This design comes from an exercise in tuning for small area, a short achievable clock period and few clock cycles per item on the open sky130 flow, not from production work. At most, simulation tests tie the RTL to the original design; equivalence was not proved.

==> v33: inputs <==
==> flow/design.v <==
module rs144_dec (
  input  wire        clk,
  input  wire        rst,
  input  wire        in_valid,
  output wire        in_ready,
  input  wire [7:0]  in_data,
  output wire        out_valid,
  input  wire        out_ready,
  output wire        out_fail,
  output wire [2:0]  out_nerr,
  output wire [31:0] out_pos,
  output wire [31:0] out_val
);
  function automatic [7:0] gf_mul(input [7:0] a, input [7:0] b);
    integer i;
    reg [7:0] p, aa;
    begin
      p  = 8'h00;
      aa = a;
      for (i = 0; i < 8; i = i + 1) begin
        if (b[i]) p = p ^ aa;
        aa = {aa[6:0], 1'b0} ^ (aa[7] ? 8'h1D : 8'h00);
      end
      gf_mul = p;
    end
  endfunction
  function automatic [7:0] to_tower(input [7:0] a);
    begin
      to_tower = ({8{a[0]}} & 8'h01) ^ ({8{a[1]}} & 8'h2b) ^ ({8{a[2]}} & 8'h40) ^
                 ({8{a[3]}} & 8'h21) ^ ({8{a[4]}} & 8'h32) ^ ({8{a[5]}} & 8'hc1) ^
                 ({8{a[6]}} & 8'h48) ^ ({8{a[7]}} & 8'h16);
    end
  endfunction
  function automatic [7:0] from_tower(input [7:0] a);
    begin
      from_tower = ({8{a[0]}} & 8'h01) ^ ({8{a[1]}} & 8'h4e) ^ ({8{a[2]}} & 8'h99) ^
                   ({8{a[3]}} & 8'h44) ^ ({8{a[4]}} & 8'h57) ^ ({8{a[5]}} & 8'h09) ^
                   ({8{a[6]}} & 8'h04) ^ ({8{a[7]}} & 8'h25);
    end
  endfunction
  function automatic [3:0] g16_mul(input [3:0] a, input [3:0] b);
    integer i;
    reg [3:0] p, aa;
    begin
      p  = 4'h0;
      aa = a;
      for (i = 0; i < 4; i = i + 1) begin
        if (b[i]) p = p ^ aa;
        aa = {aa[2:0], 1'b0} ^ (aa[3] ? 4'h3 : 4'h0);
      end
      g16_mul = p;
    end
  endfunction
  function automatic [3:0] g16_inv(input [3:0] a);
    begin
      case (a)
        4'h0: g16_inv = 4'h0;  4'h1: g16_inv = 4'h1;  4'h2: g16_inv = 4'h9;  4'h3: g16_inv = 4'he;
        4'h4: g16_inv = 4'hd;  4'h5: g16_inv = 4'hb;  4'h6: g16_inv = 4'h7;  4'h7: g16_inv = 4'h6;
        4'h8: g16_inv = 4'hf;  4'h9: g16_inv = 4'h2;  4'ha: g16_inv = 4'hc;  4'hb: g16_inv = 4'h5;
        4'hc: g16_inv = 4'ha;  4'hd: g16_inv = 4'h4;  4'he: g16_inv = 4'h3;  4'hf: g16_inv = 4'h8;
      endcase
    end
  endfunction
  function automatic [7:0] tw_mul(input [7:0] a, input [7:0] b);
    reg [3:0] hh, ll, mm;
    begin
      hh = g16_mul(a[7:4], b[7:4]);
      ll = g16_mul(a[3:0], b[3:0]);
      mm = g16_mul(a[7:4] ^ a[3:0], b[7:4] ^ b[3:0]);
      tw_mul = {mm ^ ll, ll ^ g16_mul(hh, 4'hf)};
    end
  endfunction
  function automatic [3:0] tw_norm(input [7:0] b);
    begin
      tw_norm = g16_mul(g16_mul(b[7:4], b[7:4]), 4'hf) ^ g16_mul(b[7:4], b[3:0]) ^
                g16_mul(b[3:0], b[3:0]);
    end
  endfunction
  function automatic [7:0] tw_conj(input [7:0] b);
    begin
      tw_conj = {b[7:4], b[3:0] ^ b[7:4]};
    end
  endfunction
  function automatic [7:0] alpha_pow(input integer j);
    integer i;
    reg [7:0] p;
    begin
      p = 8'h01;
      for (i = 0; i < j; i = i + 1)
        p = {p[6:0], 1'b0} ^ (p[7] ? 8'h1D : 8'h00);
      alpha_pow = p;
    end
  endfunction
  integer i;
  reg        in_rdy;         
  reg  [7:0] acnt;           
  reg  [7:0] syn [0:7];
  reg  [2:0] bph, bph_nx;    
  localparam [2:0] B_IDLE = 3'd0, B_INIT = 3'd1, B_BM = 3'd2, B_OM = 3'd3,
                   B_DONE = 3'd4, B_HAND = 3'd5;
  wire       acc     = in_valid & in_rdy;
  wire       afirst  = (acnt == 8'd0);
  wire       alast   = (acnt == 8'd143);
  wire [7:0] acnt_nx = acc ? (alast ? 8'd0 : acnt + 8'd1) : acnt;
  reg  [7:0] syn_nx [0:7];
  always @* begin
    for (i = 0; i < 8; i = i + 1)
      syn_nx[i] = (afirst ? 8'h00 : gf_mul(syn[i], alpha_pow(i))) ^ in_data;
  end
  wire       b_load = acc & alast;
  assign in_ready = in_rdy;
  always @(posedge clk) begin
    if (rst) begin
      acnt   <= 8'd0;
      in_rdy <= 1'b1;
    end else begin
      acnt   <= acnt_nx;
      in_rdy <= ~((acnt_nx == 8'd143) && (bph_nx != B_IDLE));
    end
    if (acc)
      for (i = 0; i < 8; i = i + 1)
        syn[i] <= syn_nx[i];
  end
  reg  [7:0] S   [0:7];
  reg  [7:0] lam [0:4];      
  reg  [7:0] E   [0:4];      
  reg  [7:0] gam, d, tmp;
  reg  [3:0] L;
  reg  [2:0] k, k_nx;        
  reg  [3:0] sc, sc_nx;      
  reg        f_init, f_dph, f_d0, f_dmask, f_ua, f_ub, f_ufirst, f_lrot, f_erot, f_om, f_gl;
  wire [7:0] s0   = S[2];    
  wire       s0nz = |s0;
  wire [7:0] ma   = f_ub ? E[0] : lam[0];
  wire [7:0] mb   = f_dph ? S[0] : (f_ua ? gam : d);
  wire [7:0] prod = gf_mul(ma, mb);
  wire       cond    = (|d) && ({L, 1'b0} <= {2'b00, k});
  wire [7:0] lam_new = tmp ^ (f_ufirst ? 8'h00 : prod);
  wire [7:0] e_push  = cond ? lam[0] : (f_ufirst ? 8'h00 : E[0]);
  wire       c_commit;       
  wire       c_load_b;       
  always @* begin
    bph_nx = bph;
    k_nx   = k;
    sc_nx  = sc;
    case (bph)
      B_IDLE: if (b_load) bph_nx = B_INIT;
      B_INIT: begin
        bph_nx = B_BM;
        k_nx   = 3'd1;
        sc_nx  = 4'd0;
      end
      B_BM: begin
        if (sc == 4'd14) begin
          sc_nx = 4'd0;
          k_nx  = k + 3'd1;              
          if (k == 3'd7) bph_nx = B_OM;
        end else
          sc_nx = sc + 4'd1;
      end
      B_OM: begin
        if (sc == 4'd6) begin
          sc_nx = 4'd0;
          k_nx  = k + 3'd1;
        end else
          sc_nx = sc + 4'd1;
        if (k == 3'd3 && sc == 4'd5) bph_nx = B_DONE;
      end
      B_DONE: if (c_load_b) bph_nx = B_HAND;
      B_HAND: if (c_commit) bph_nx = B_IDLE;
      default: bph_nx = B_IDLE;
    endcase
  end
  wire bm_nx = (bph_nx == B_BM);
  wire om_nx = (bph_nx == B_OM);
  wire up_nx = bm_nx & (sc_nx >= 4'd5);
  always @(posedge clk) begin
    if (rst)
      bph <= B_IDLE;
    else
      bph <= bph_nx;
    k  <= k_nx;
    sc <= sc_nx;
    f_init   <= (bph_nx == B_INIT);
    f_dph    <= (bm_nx | om_nx) & (sc_nx < 4'd5);
    f_d0     <= (sc_nx == 4'd0);
    f_dmask  <= bm_nx | ({1'b0, sc_nx[2:0]} <= {1'b0, k_nx});
    f_ua     <= up_nx & sc_nx[0];
    f_ub     <= up_nx & ~sc_nx[0];
    f_ufirst <= (sc_nx == 4'd6);
    f_lrot   <= ((bm_nx | om_nx) & (sc_nx < 4'd5)) | (up_nx & ~sc_nx[0]);
    f_erot   <= (bm_nx & (sc_nx < 4'd4)) | (up_nx & ~sc_nx[0]) | (om_nx & (sc_nx == 4'd5));
    f_om     <= om_nx;
    f_gl     <= bm_nx & (sc_nx == 4'd14);
  end
  always @(posedge clk) begin
    if (b_load) begin
      for (i = 0; i < 8; i = i + 1)
        S[i] <= syn_nx[(10 - i) % 8];
    end else begin
      for (i = 0; i < 7; i = i + 1)
        S[i] <= S[i+1];
      S[7] <= S[0];
    end
    if (f_init) begin
      lam[0] <= 8'h01;
      lam[1] <= s0;
      lam[2] <= 8'h00;
      lam[3] <= 8'h00;
      lam[4] <= 8'h00;
      E[0]   <= s0nz ? 8'h01 : 8'h00;
      E[1]   <= s0nz ? 8'h00 : 8'h01;
      E[2]   <= 8'h00;
      E[3]   <= 8'h00;
      E[4]   <= 8'h00;
      gam    <= s0nz ? s0 : 8'h01;
      L      <= s0nz ? 4'd1 : 4'd0;
    end else begin
      if (f_lrot) begin
        for (i = 0; i < 4; i = i + 1)
          lam[i] <= lam[i+1];
        lam[4] <= f_ub ? lam_new : lam[0];
      end
      if (f_erot) begin
        for (i = 0; i < 4; i = i + 1)
          E[i] <= E[i+1];
        E[4] <= f_ub ? e_push : (f_om ? d : E[0]);
      end
      if (f_gl && cond) begin
        gam <= d;
        L   <= {1'b0, k} + 4'd1 - L;
      end
    end
    if (f_dph) begin
      if (f_d0)
        d <= f_dmask ? prod : 8'h00;
      else if (f_dmask)
        d <= d ^ prod;
    end
    if (f_ua)
      tmp <= prod;
  end
  reg  [7:0] tl [0:4];
  reg  [7:0] tw [0:3];
  reg        c_run, c_free;
  reg  [7:0] cpos;
  reg        v1, r1, first1, last1;
  reg  [7:0] lo1, ot1;       
  reg        v2, r2, first2, last2;
  reg  [7:0] n2;             
  reg  [3:0] di2;            
  reg        ov_valid, o_fail;
  reg  [2:0] o_nerr, nf;
  reg  [2:0] wL;
  reg        wbig;
  reg  [7:0] pos [0:3];
  reg  [7:0] val [0:3];
  wire       c_abort  = v2 & first2 & ov_valid & ~out_ready;
  assign     c_commit = v2 & first2 & ~c_abort;
  assign     c_load_b = (bph == B_DONE) & c_free;
  wire       c_load   = c_load_b | c_abort;
  wire       c_done;         
  wire       c_run_nx = c_load | (c_run & (cpos != 8'd0) & ~c_done);
  wire [7:0] cpos_nx  = c_load ? 8'd143 : cpos - 8'd1;
  wire [7:0] lam_val = tl[0] ^ tl[1] ^ tl[2] ^ tl[3] ^ tl[4];
  wire [7:0] lam_odd = tl[1] ^ tl[3];
  wire [7:0] om_val  = tw[0] ^ tw[1] ^ tw[2] ^ tw[3];
  always @(posedge clk) begin
    if (c_load) begin
      for (i = 0; i < 5; i = i + 1)
        tl[i] <= lam[i];
      for (i = 0; i < 4; i = i + 1)
        tw[i] <= E[i+1];
    end else begin
      for (i = 1; i < 5; i = i + 1)
        tl[i] <= gf_mul(tl[i], alpha_pow(255 - i));
      for (i = 1; i < 4; i = i + 1)
        tw[i] <= gf_mul(tw[i], alpha_pow(255 - i));
    end
    cpos <= cpos_nx;
    r1     <= ~|lam_val;
    lo1    <= to_tower(lam_odd);
    ot1    <= to_tower(om_val);
    first1 <= (cpos == 8'd143);
    last1  <= (cpos == 8'd0);
    r2     <= r1;
    n2     <= tw_mul(ot1, tw_conj(lo1));
    di2    <= g16_inv(tw_norm(lo1));
    first2 <= first1;
    last2  <= last1;
  end
  wire [7:0] err_t   = {g16_mul(n2[7:4], di2), g16_mul(n2[3:0], di2)};
  wire [7:0] err_val = from_tower(err_t);
  wire [7:0] pos_w   = (cpos[7:1] == 7'd71) ? {7'd0, cpos[0]} : cpos + 8'd2;
  wire [2:0] wl_cur  = first2 ? L[2:0] : wL;
  wire       big_cur = first2 ? (L > 4'd4) : wbig;
  wire [2:0] nf_cur  = first2 ? 3'd0 : nf;
  wire [1:0] slot    = wl_cur[1:0] - 2'd1 - nf_cur[1:0];
  wire [2:0] nf_fin  = nf_cur + {2'b00, r2};
  wire       wr      = v2 & ~c_abort;
  wire       fin_fail = big_cur | (nf_fin != wl_cur);
  wire       fin     = wr & (last2 | ((big_cur | (nf_fin == wl_cur)) & ~last1));
  assign     c_done  = fin & ~last2;
  reg  [3:0] upd;
  reg  [7:0] pos_t [0:3];
  reg  [7:0] val_t [0:3];
  always @* begin
    for (i = 0; i < 4; i = i + 1) begin
      if (fin & (fin_fail | (i[2:0] >= wl_cur))) begin
        upd[i]   = 1'b1;
        pos_t[i] = 8'h00;
        val_t[i] = 8'h00;
      end else begin
        upd[i]   = wr & r2 & (slot == i[1:0]);
        pos_t[i] = pos_w;
        val_t[i] = err_val;
      end
    end
  end
  always @(posedge clk) begin
    if (rst) begin
      c_run    <= 1'b0;
      c_free   <= 1'b1;
      v1       <= 1'b0;
      v2       <= 1'b0;
      ov_valid <= 1'b0;
    end else begin
      c_run  <= c_run_nx;
      c_free <= ~c_run_nx | (cpos_nx == 8'd0);
      v1     <= c_run & ~c_abort & ~c_done;
      v2     <= v1 & ~c_abort & ~c_done;
      if (ov_valid & out_ready)
        ov_valid <= 1'b0;
      if (fin)
        ov_valid <= 1'b1;
    end
    if (wr) begin
      if (first2) begin
        wL   <= L[2:0];
        wbig <= (L > 4'd4);
      end
      nf   <= nf_fin;
      if (fin) begin
        o_fail <= fin_fail;
        o_nerr <= fin_fail ? 3'd0 : nf_fin;
      end
    end
    for (i = 0; i < 4; i = i + 1) begin
      pos[i] <= pos[i] ^ ({8{upd[i]}} & (pos_t[i] ^ pos[i]));
      val[i] <= val[i] ^ ({8{upd[i]}} & (val_t[i] ^ val[i]));
    end
  end
  assign out_valid = ov_valid;
  assign out_fail  = o_fail;
  assign out_nerr  = o_nerr;
  assign out_pos   = {pos[3], pos[2], pos[1], pos[0]};
  assign out_val   = {val[3], val[2], val[1], val[0]};
endmodule
==> flow/flow/run.sh <==
#!/bin/bash
# Standard layout, with timing repair aimed below the design's period.
set -euo pipefail
bash standard.sh SETUP_SLACK_MARGIN=6.85 finish > flow_make.log 2>&1
==> flow/standard.sh <==
#!/bin/bash
# synth_recipe.tcl (not shown) runs the flow's synth.tcl, then flattens the netlist and writes it again
# the make line also repeats each setting of config.mk as NAME=value (left out here)
make -C /OpenROAD-flow-scripts/flow DESIGN_CONFIG=/design/flow/config.mk WORK_HOME=/design/flow/orfs CLKGATE_MAP_FILE= SYNTH_SCRIPT=/design/flow/synth_recipe.tcl "${@:-finish}"
==> flow/config.mk <==
export PLATFORM = sky130hd
export DESIGN_NAME = rs144_dec
export DESIGN_NICKNAME = rs144_dec
export VERILOG_FILES = /design/flow/design.v
export SDC_FILE = /design/flow/constraint.sdc
export NUM_CORES = 4
export LEC_CHECK = 0
export CAP_MARGIN = 20
export CORE_MARGIN = 2
export CORE_UTILIZATION = 60
export CTS_CLUSTER_DIAMETER = 100
export CTS_CLUSTER_SIZE = 20
export PLACE_DENSITY = 0.7
export SLEW_MARGIN = 20
==> flow/constraint.sdc <==
create_clock -name core_clock -period 10.0 [get_ports {clk}]
set_input_delay 2.0000 -clock core_clock [delete_from_list [all_inputs] [get_ports {clk}]]
set_output_delay 2.0000 -clock core_clock [all_outputs]
set_load 0.01 [all_outputs]
==> inputs of v24, as changes to v33 <==
--- a/flow/design.v
+++ b/flow/design.v
@@ -94,49 +94,59 @@
   integer i;
   reg        in_rdy;         
   reg  [7:0] acnt;           
+  reg        v_r, v_first, v_last;
+  reg  [7:0] d_r;
   reg  [7:0] syn [0:7];
   reg  [2:0] bph, bph_nx;    
   localparam [2:0] B_IDLE = 3'd0, B_INIT = 3'd1, B_BM = 3'd2, B_OM = 3'd3,
                    B_DONE = 3'd4, B_HAND = 3'd5;
   wire       acc     = in_valid & in_rdy;
-  wire       afirst  = (acnt == 8'd0);
-  wire       alast   = (acnt == 8'd143);
-  wire [7:0] acnt_nx = acc ? (alast ? 8'd0 : acnt + 8'd1) : acnt;
+  wire [7:0] acnt_nx = acc ? ((acnt == 8'd143) ? 8'd0 : acnt + 8'd1) : acnt;
   reg  [7:0] syn_nx [0:7];
   always @* begin
     for (i = 0; i < 8; i = i + 1)
-      syn_nx[i] = (afirst ? 8'h00 : gf_mul(syn[i], alpha_pow(i))) ^ in_data;
+      syn_nx[i] = (v_first ? 8'h00 : gf_mul(syn[i], alpha_pow(i))) ^ d_r;
   end
-  wire       b_load = acc & alast;
+  wire       b_load = v_r & v_last;
   assign in_ready = in_rdy;
   always @(posedge clk) begin
     if (rst) begin
       acnt   <= 8'd0;
       in_rdy <= 1'b1;
+      v_r    <= 1'b0;
     end else begin
       acnt   <= acnt_nx;
       in_rdy <= ~((acnt_nx == 8'd143) && (bph_nx != B_IDLE));
+      v_r    <= acc;
     end
-    if (acc)
+    d_r     <= in_data;
+    v_first <= (acnt == 8'd0);
+    v_last  <= (acnt == 8'd143);
+    if (v_r)
       for (i = 0; i < 8; i = i + 1)
         syn[i] <= syn_nx[i];
   end
   reg  [7:0] S   [0:7];
   reg  [7:0] lam [0:4];      
-  reg  [7:0] E   [0:4];      
+  reg  [7:0] E   [0:3];      
   reg  [7:0] gam, d, tmp;
   reg  [3:0] L;
   reg  [2:0] k, k_nx;        
   reg  [3:0] sc, sc_nx;      
-  reg        f_init, f_dph, f_d0, f_dmask, f_ua, f_ub, f_ufirst, f_lrot, f_erot, f_om, f_gl;
+  reg        f_dph, f_dmask, f_ub, f_lrot, f_erot;
+  wire       f_init   = (bph == B_INIT);
+  wire       f_om     = (bph == B_OM);
+  wire       f_d0     = (sc == 4'd0);
+  wire       f_b0     = (sc == 4'd13);           
+  wire       f_l0     = (bph == B_BM) & (sc == 4'd14);
   wire [7:0] s0   = S[2];    
   wire       s0nz = |s0;
   wire [7:0] ma   = f_ub ? E[0] : lam[0];
-  wire [7:0] mb   = f_dph ? S[0] : (f_ua ? gam : d);
+  wire [7:0] mb   = f_dph ? S[0] : (f_ub ? d : gam);
   wire [7:0] prod = gf_mul(ma, mb);
   wire       cond    = (|d) && ({L, 1'b0} <= {2'b00, k});
-  wire [7:0] lam_new = tmp ^ (f_ufirst ? 8'h00 : prod);
-  wire [7:0] e_push  = cond ? lam[0] : (f_ufirst ? 8'h00 : E[0]);
+  wire [7:0] lam_new = tmp ^ prod;
+  wire [7:0] e_push  = f_b0 ? (cond ? lam[1] : 8'h00) : (cond ? lam[0] : E[0]);
   wire       c_commit;       
   wire       c_load_b;       
   always @* begin
@@ -173,7 +183,7 @@
   end
   wire bm_nx = (bph_nx == B_BM);
   wire om_nx = (bph_nx == B_OM);
-  wire up_nx = bm_nx & (sc_nx >= 4'd5);
+  wire up_nx = bm_nx & (sc_nx >= 4'd6) & (sc_nx <= 4'd13);
   always @(posedge clk) begin
     if (rst)
       bph <= B_IDLE;
@@ -181,17 +191,11 @@
       bph <= bph_nx;
     k  <= k_nx;
     sc <= sc_nx;
-    f_init   <= (bph_nx == B_INIT);
     f_dph    <= (bm_nx | om_nx) & (sc_nx < 4'd5);
-    f_d0     <= (sc_nx == 4'd0);
     f_dmask  <= bm_nx | ({1'b0, sc_nx[2:0]} <= {1'b0, k_nx});
-    f_ua     <= up_nx & sc_nx[0];
-    f_ub     <= up_nx & ~sc_nx[0];
-    f_ufirst <= (sc_nx == 4'd6);
-    f_lrot   <= ((bm_nx | om_nx) & (sc_nx < 4'd5)) | (up_nx & ~sc_nx[0]);
-    f_erot   <= (bm_nx & (sc_nx < 4'd4)) | (up_nx & ~sc_nx[0]) | (om_nx & (sc_nx == 4'd5));
-    f_om     <= om_nx;
-    f_gl     <= bm_nx & (sc_nx == 4'd14);
+    f_ub     <= up_nx & sc_nx[0];
+    f_lrot   <= ((bm_nx | om_nx) & (sc_nx < 4'd5)) | (bm_nx & (sc_nx == 4'd5)) | (up_nx & sc_nx[0]);
+    f_erot   <= (bm_nx & (sc_nx < 4'd3)) | (up_nx & sc_nx[0]) | (om_nx & (sc_nx == 4'd5));
   end
   always @(posedge clk) begin
     if (b_load) begin
@@ -208,11 +212,10 @@
       lam[2] <= 8'h00;
       lam[3] <= 8'h00;
       lam[4] <= 8'h00;
-      E[0]   <= s0nz ? 8'h01 : 8'h00;
-      E[1]   <= s0nz ? 8'h00 : 8'h01;
+      E[0]   <= s0nz ? 8'h00 : 8'h01;
+      E[1]   <= 8'h00;
       E[2]   <= 8'h00;
-      E[3]   <= 8'h00;
-      E[4]   <= 8'h00;
+      E[3]   <= s0nz ? 8'h01 : 8'h00;
       gam    <= s0nz ? s0 : 8'h01;
       L      <= s0nz ? 4'd1 : 4'd0;
     end else begin
@@ -220,13 +223,14 @@
         for (i = 0; i < 4; i = i + 1)
           lam[i] <= lam[i+1];
         lam[4] <= f_ub ? lam_new : lam[0];
-      end
+      end else if (f_l0)
+        lam[0] <= prod;
       if (f_erot) begin
-        for (i = 0; i < 4; i = i + 1)
+        for (i = 0; i < 3; i = i + 1)
           E[i] <= E[i+1];
-        E[4] <= f_ub ? e_push : (f_om ? d : E[0]);
+        E[3] <= f_ub ? e_push : (f_om ? d : E[0]);
       end
-      if (f_gl && cond) begin
+      if (f_l0 && cond) begin
         gam <= d;
         L   <= {1'b0, k} + 4'd1 - L;
       end
@@ -237,8 +241,7 @@
       else if (f_dmask)
         d <= d ^ prod;
     end
-    if (f_ua)
-      tmp <= prod;
+    tmp <= prod;               
   end
   reg  [7:0] tl [0:4];
   reg  [7:0] tw [0:3];
@@ -270,7 +273,7 @@
       for (i = 0; i < 5; i = i + 1)
         tl[i] <= lam[i];
       for (i = 0; i < 4; i = i + 1)
-        tw[i] <= E[i+1];
+        tw[i] <= E[i];
     end else begin
       for (i = 1; i < 5; i = i + 1)
         tl[i] <= gf_mul(tl[i], alpha_pow(255 - i));
@@ -340,14 +343,23 @@
         wbig <= (L > 4'd4);
       end
       nf   <= nf_fin;
+    end
+    if (rst) begin
+      o_fail <= 1'b0;
+      o_nerr <= 3'd0;
+      for (i = 0; i < 4; i = i + 1) begin
+        pos[i] <= 8'h00;
+        val[i] <= 8'h00;
+      end
+    end else begin
       if (fin) begin
         o_fail <= fin_fail;
         o_nerr <= fin_fail ? 3'd0 : nf_fin;
       end
-    end
-    for (i = 0; i < 4; i = i + 1) begin
-      pos[i] <= pos[i] ^ ({8{upd[i]}} & (pos_t[i] ^ pos[i]));
-      val[i] <= val[i] ^ ({8{upd[i]}} & (val_t[i] ^ val[i]));
+      for (i = 0; i < 4; i = i + 1) begin
+        pos[i] <= pos[i] ^ ({8{upd[i]}} & (pos_t[i] ^ pos[i]));
+        val[i] <= val[i] ^ ({8{upd[i]}} & (val_t[i] ^ val[i]));
+      end
     end
   end
   assign out_valid = ov_valid;
==> flow/flow/run.sh (replaced) <==
#!/bin/bash
# Standard layout, with timing repair aimed below the design's period.
set -euo pipefail
bash standard.sh SETUP_SLACK_MARGIN=6.9 finish > flow_make.log 2>&1
ABC_AREA = 1   (was default)
==> inputs of v7, as changes to v33 <==
--- a/flow/design.v
+++ b/flow/design.v
@@ -244,11 +244,9 @@
   reg  [7:0] tw [0:3];
   reg        c_run, c_free;
   reg  [7:0] cpos;
-  reg        v1, r1, first1, last1;
-  reg  [7:0] lo1, ot1;       
   reg        v2, r2, first2, last2;
-  reg  [7:0] n2;             
-  reg  [3:0] di2;            
+  reg  [7:0] n2;
+  reg  [3:0] nrm2;
   reg        ov_valid, o_fail;
   reg  [2:0] o_nerr, nf;
   reg  [2:0] wL;
@@ -259,8 +257,7 @@
   assign     c_commit = v2 & first2 & ~c_abort;
   assign     c_load_b = (bph == B_DONE) & c_free;
   wire       c_load   = c_load_b | c_abort;
-  wire       c_done;         
-  wire       c_run_nx = c_load | (c_run & (cpos != 8'd0) & ~c_done);
+  wire       c_run_nx = c_load | (c_run & (cpos != 8'd0));
   wire [7:0] cpos_nx  = c_load ? 8'd143 : cpos - 8'd1;
   wire [7:0] lam_val = tl[0] ^ tl[1] ^ tl[2] ^ tl[3] ^ tl[4];
   wire [7:0] lam_odd = tl[1] ^ tl[3];
@@ -278,35 +275,28 @@
         tw[i] <= gf_mul(tw[i], alpha_pow(255 - i));
     end
     cpos <= cpos_nx;
-    r1     <= ~|lam_val;
-    lo1    <= to_tower(lam_odd);
-    ot1    <= to_tower(om_val);
-    first1 <= (cpos == 8'd143);
-    last1  <= (cpos == 8'd0);
-    r2     <= r1;
-    n2     <= tw_mul(ot1, tw_conj(lo1));
-    di2    <= g16_inv(tw_norm(lo1));
-    first2 <= first1;
-    last2  <= last1;
+    r2     <= ~|lam_val;
+    n2     <= tw_mul(to_tower(om_val), tw_conj(to_tower(lam_odd)));
+    nrm2   <= tw_norm(to_tower(lam_odd));
+    first2 <= (cpos == 8'd143);
+    last2  <= (cpos == 8'd0);
   end
+  wire [3:0] di2     = g16_inv(nrm2);
   wire [7:0] err_t   = {g16_mul(n2[7:4], di2), g16_mul(n2[3:0], di2)};
   wire [7:0] err_val = from_tower(err_t);
-  wire [7:0] pos_w   = (cpos[7:1] == 7'd71) ? {7'd0, cpos[0]} : cpos + 8'd2;
-  wire [2:0] wl_cur  = first2 ? L[2:0] : wL;
-  wire       big_cur = first2 ? (L > 4'd4) : wbig;
+  wire [7:0] pos_w   = last2 ? 8'd0 : cpos + 8'd1;    
+  wire [1:0] wl_cur  = first2 ? L[1:0] : wL[1:0];
   wire [2:0] nf_cur  = first2 ? 3'd0 : nf;
-  wire [1:0] slot    = wl_cur[1:0] - 2'd1 - nf_cur[1:0];
+  wire [1:0] slot    = wl_cur - 2'd1 - nf_cur[1:0];
   wire [2:0] nf_fin  = nf_cur + {2'b00, r2};
   wire       wr      = v2 & ~c_abort;
-  wire       fin_fail = big_cur | (nf_fin != wl_cur);
-  wire       fin     = wr & (last2 | ((big_cur | (nf_fin == wl_cur)) & ~last1));
-  assign     c_done  = fin & ~last2;
+  wire       fin_fail = wbig | (nf_fin != wL);
   reg  [3:0] upd;
   reg  [7:0] pos_t [0:3];
   reg  [7:0] val_t [0:3];
   always @* begin
     for (i = 0; i < 4; i = i + 1) begin
-      if (fin & (fin_fail | (i[2:0] >= wl_cur))) begin
+      if (wr & last2 & (fin_fail | (i[2:0] >= wL))) begin
         upd[i]   = 1'b1;
         pos_t[i] = 8'h00;
         val_t[i] = 8'h00;
@@ -321,17 +311,15 @@
     if (rst) begin
       c_run    <= 1'b0;
       c_free   <= 1'b1;
-      v1       <= 1'b0;
       v2       <= 1'b0;
       ov_valid <= 1'b0;
     end else begin
       c_run  <= c_run_nx;
       c_free <= ~c_run_nx | (cpos_nx == 8'd0);
-      v1     <= c_run & ~c_abort & ~c_done;
-      v2     <= v1 & ~c_abort & ~c_done;
+      v2     <= c_run & ~c_abort;
       if (ov_valid & out_ready)
         ov_valid <= 1'b0;
-      if (fin)
+      if (wr & last2)
         ov_valid <= 1'b1;
     end
     if (wr) begin
@@ -340,7 +328,7 @@
         wbig <= (L > 4'd4);
       end
       nf   <= nf_fin;
-      if (fin) begin
+      if (last2) begin
         o_fail <= fin_fail;
         o_nerr <= fin_fail ? 3'd0 : nf_fin;
       end
==> flow/flow/run.sh (replaced) <==
#!/bin/bash
# Standard layout, with timing repair aimed below the design's period.
set -euo pipefail
bash standard.sh SETUP_SLACK_MARGIN=7.0 finish > flow_make.log 2>&1
CORE_UTILIZATION = 75   (was 60)
PLACE_DENSITY = 0.8   (was 0.7)
==> qor summary <==
                                                                          v33                    v24                v7
Count of inserted tapcells                                                518                    518               390
Share of cell area taken by multi-input logic gates                     44.7%                  45.7%             45.6%
Hold EP                                                        first2$_DFF_P_             r2$_DFF_P_   S[5][4]$_DFF_P_
Initial Util                                                            60.6%                  61.1%             76.2%
FF+latch count                                                            460                    457               440
Beginning of the worst register-to-register path                 f_ub$_DFF_P_     L[1]$_SDFFCE_PP0P_  tl[1][0]$_DFF_P_
Startpoint of the most critical setup path                   o_fail$_DFFE_PP_  ov_valid$_SDFFE_PP0P_  tl[1][0]$_DFF_P_
Net count, final                                                        2,479                  3,099             2,495
Post-DP Area                                                     0.0245 sq mm           0.0249 sq mm      0.0238 sq mm
Non-Filler Cell Area, Final                                      0.0257 sq mm           0.0259 sq mm      0.0262 sq mm
Clk slew on worst S/H paths                                             80 ps                  90 ps             90 ps
Synthesized-area fraction occupied by and/or/nand/nor cells             15.9%                  22.7%             15.9%
Hold Crit Start                                                first1$_DFF_P_             r1$_DFF_P_   S[6][4]$_DFF_P_
Least-Margin Pin Slew                                                  988 ps                1050 ps           1050 ps
Layout cell share with drive strength beyond 1                          9.51%                  12.9%             16.7%
Run status                                   no timing/DRC/antenna violations  no timing/DRC/antenna violations  no timing/DRC/antenna violations
Testbench counts of v33, summed over its fixed seeds: cycles 116,677, items 800.
Testbench counts of v24, summed over its fixed seeds: cycles 116,685, items 800.
Only the layout flow was run in v7; the RTL was not checked for function there.

## re-timing with driven ports
How much do the figures lean on ideal ports? The routed layouts below were timed once more, with nothing changed but the port constraints.
Step 1 (the two cells are an assumption about what drives the block):
set clk [get_ports {clk}]
set_driving_cell -lib_cell sky130_fd_sc_hd__clkbuf_16 $clk
set_driving_cell -lib_cell sky130_fd_sc_hd__buf_2 [delete_from_list [all_inputs] $clk]
Step 2 adds t to the input delays and takes it off the output delays; t is the mean of the earliest and latest rising clock arrival at the registers after step 1. Input paths then give back, and output paths get back, about the clock's delay inside the block.
a / b / c = ideal / step 1 / step 2; a / b = the first two.
run | t (ns) | slack for setup (ns) | worst setup path at the end | clock arrival spread, ns
v33 | 0.629 | 6.844 / 6.793 / 6.293 | input to register | 0.025 / 0.025
v24 | 0.629 | 6.933 / 6.876 / 6.391 | input to register | 0.016 / 0.016
v7 | 0.618 | 6.718 / 6.718 / 6.176 | input to register | 0.024 / 0.024
After both steps setup and hold are still met in every run listed. The setup slack of v33, which loses most, moves by -0.051 ns with the drivers and by -0.551 ns with both steps.
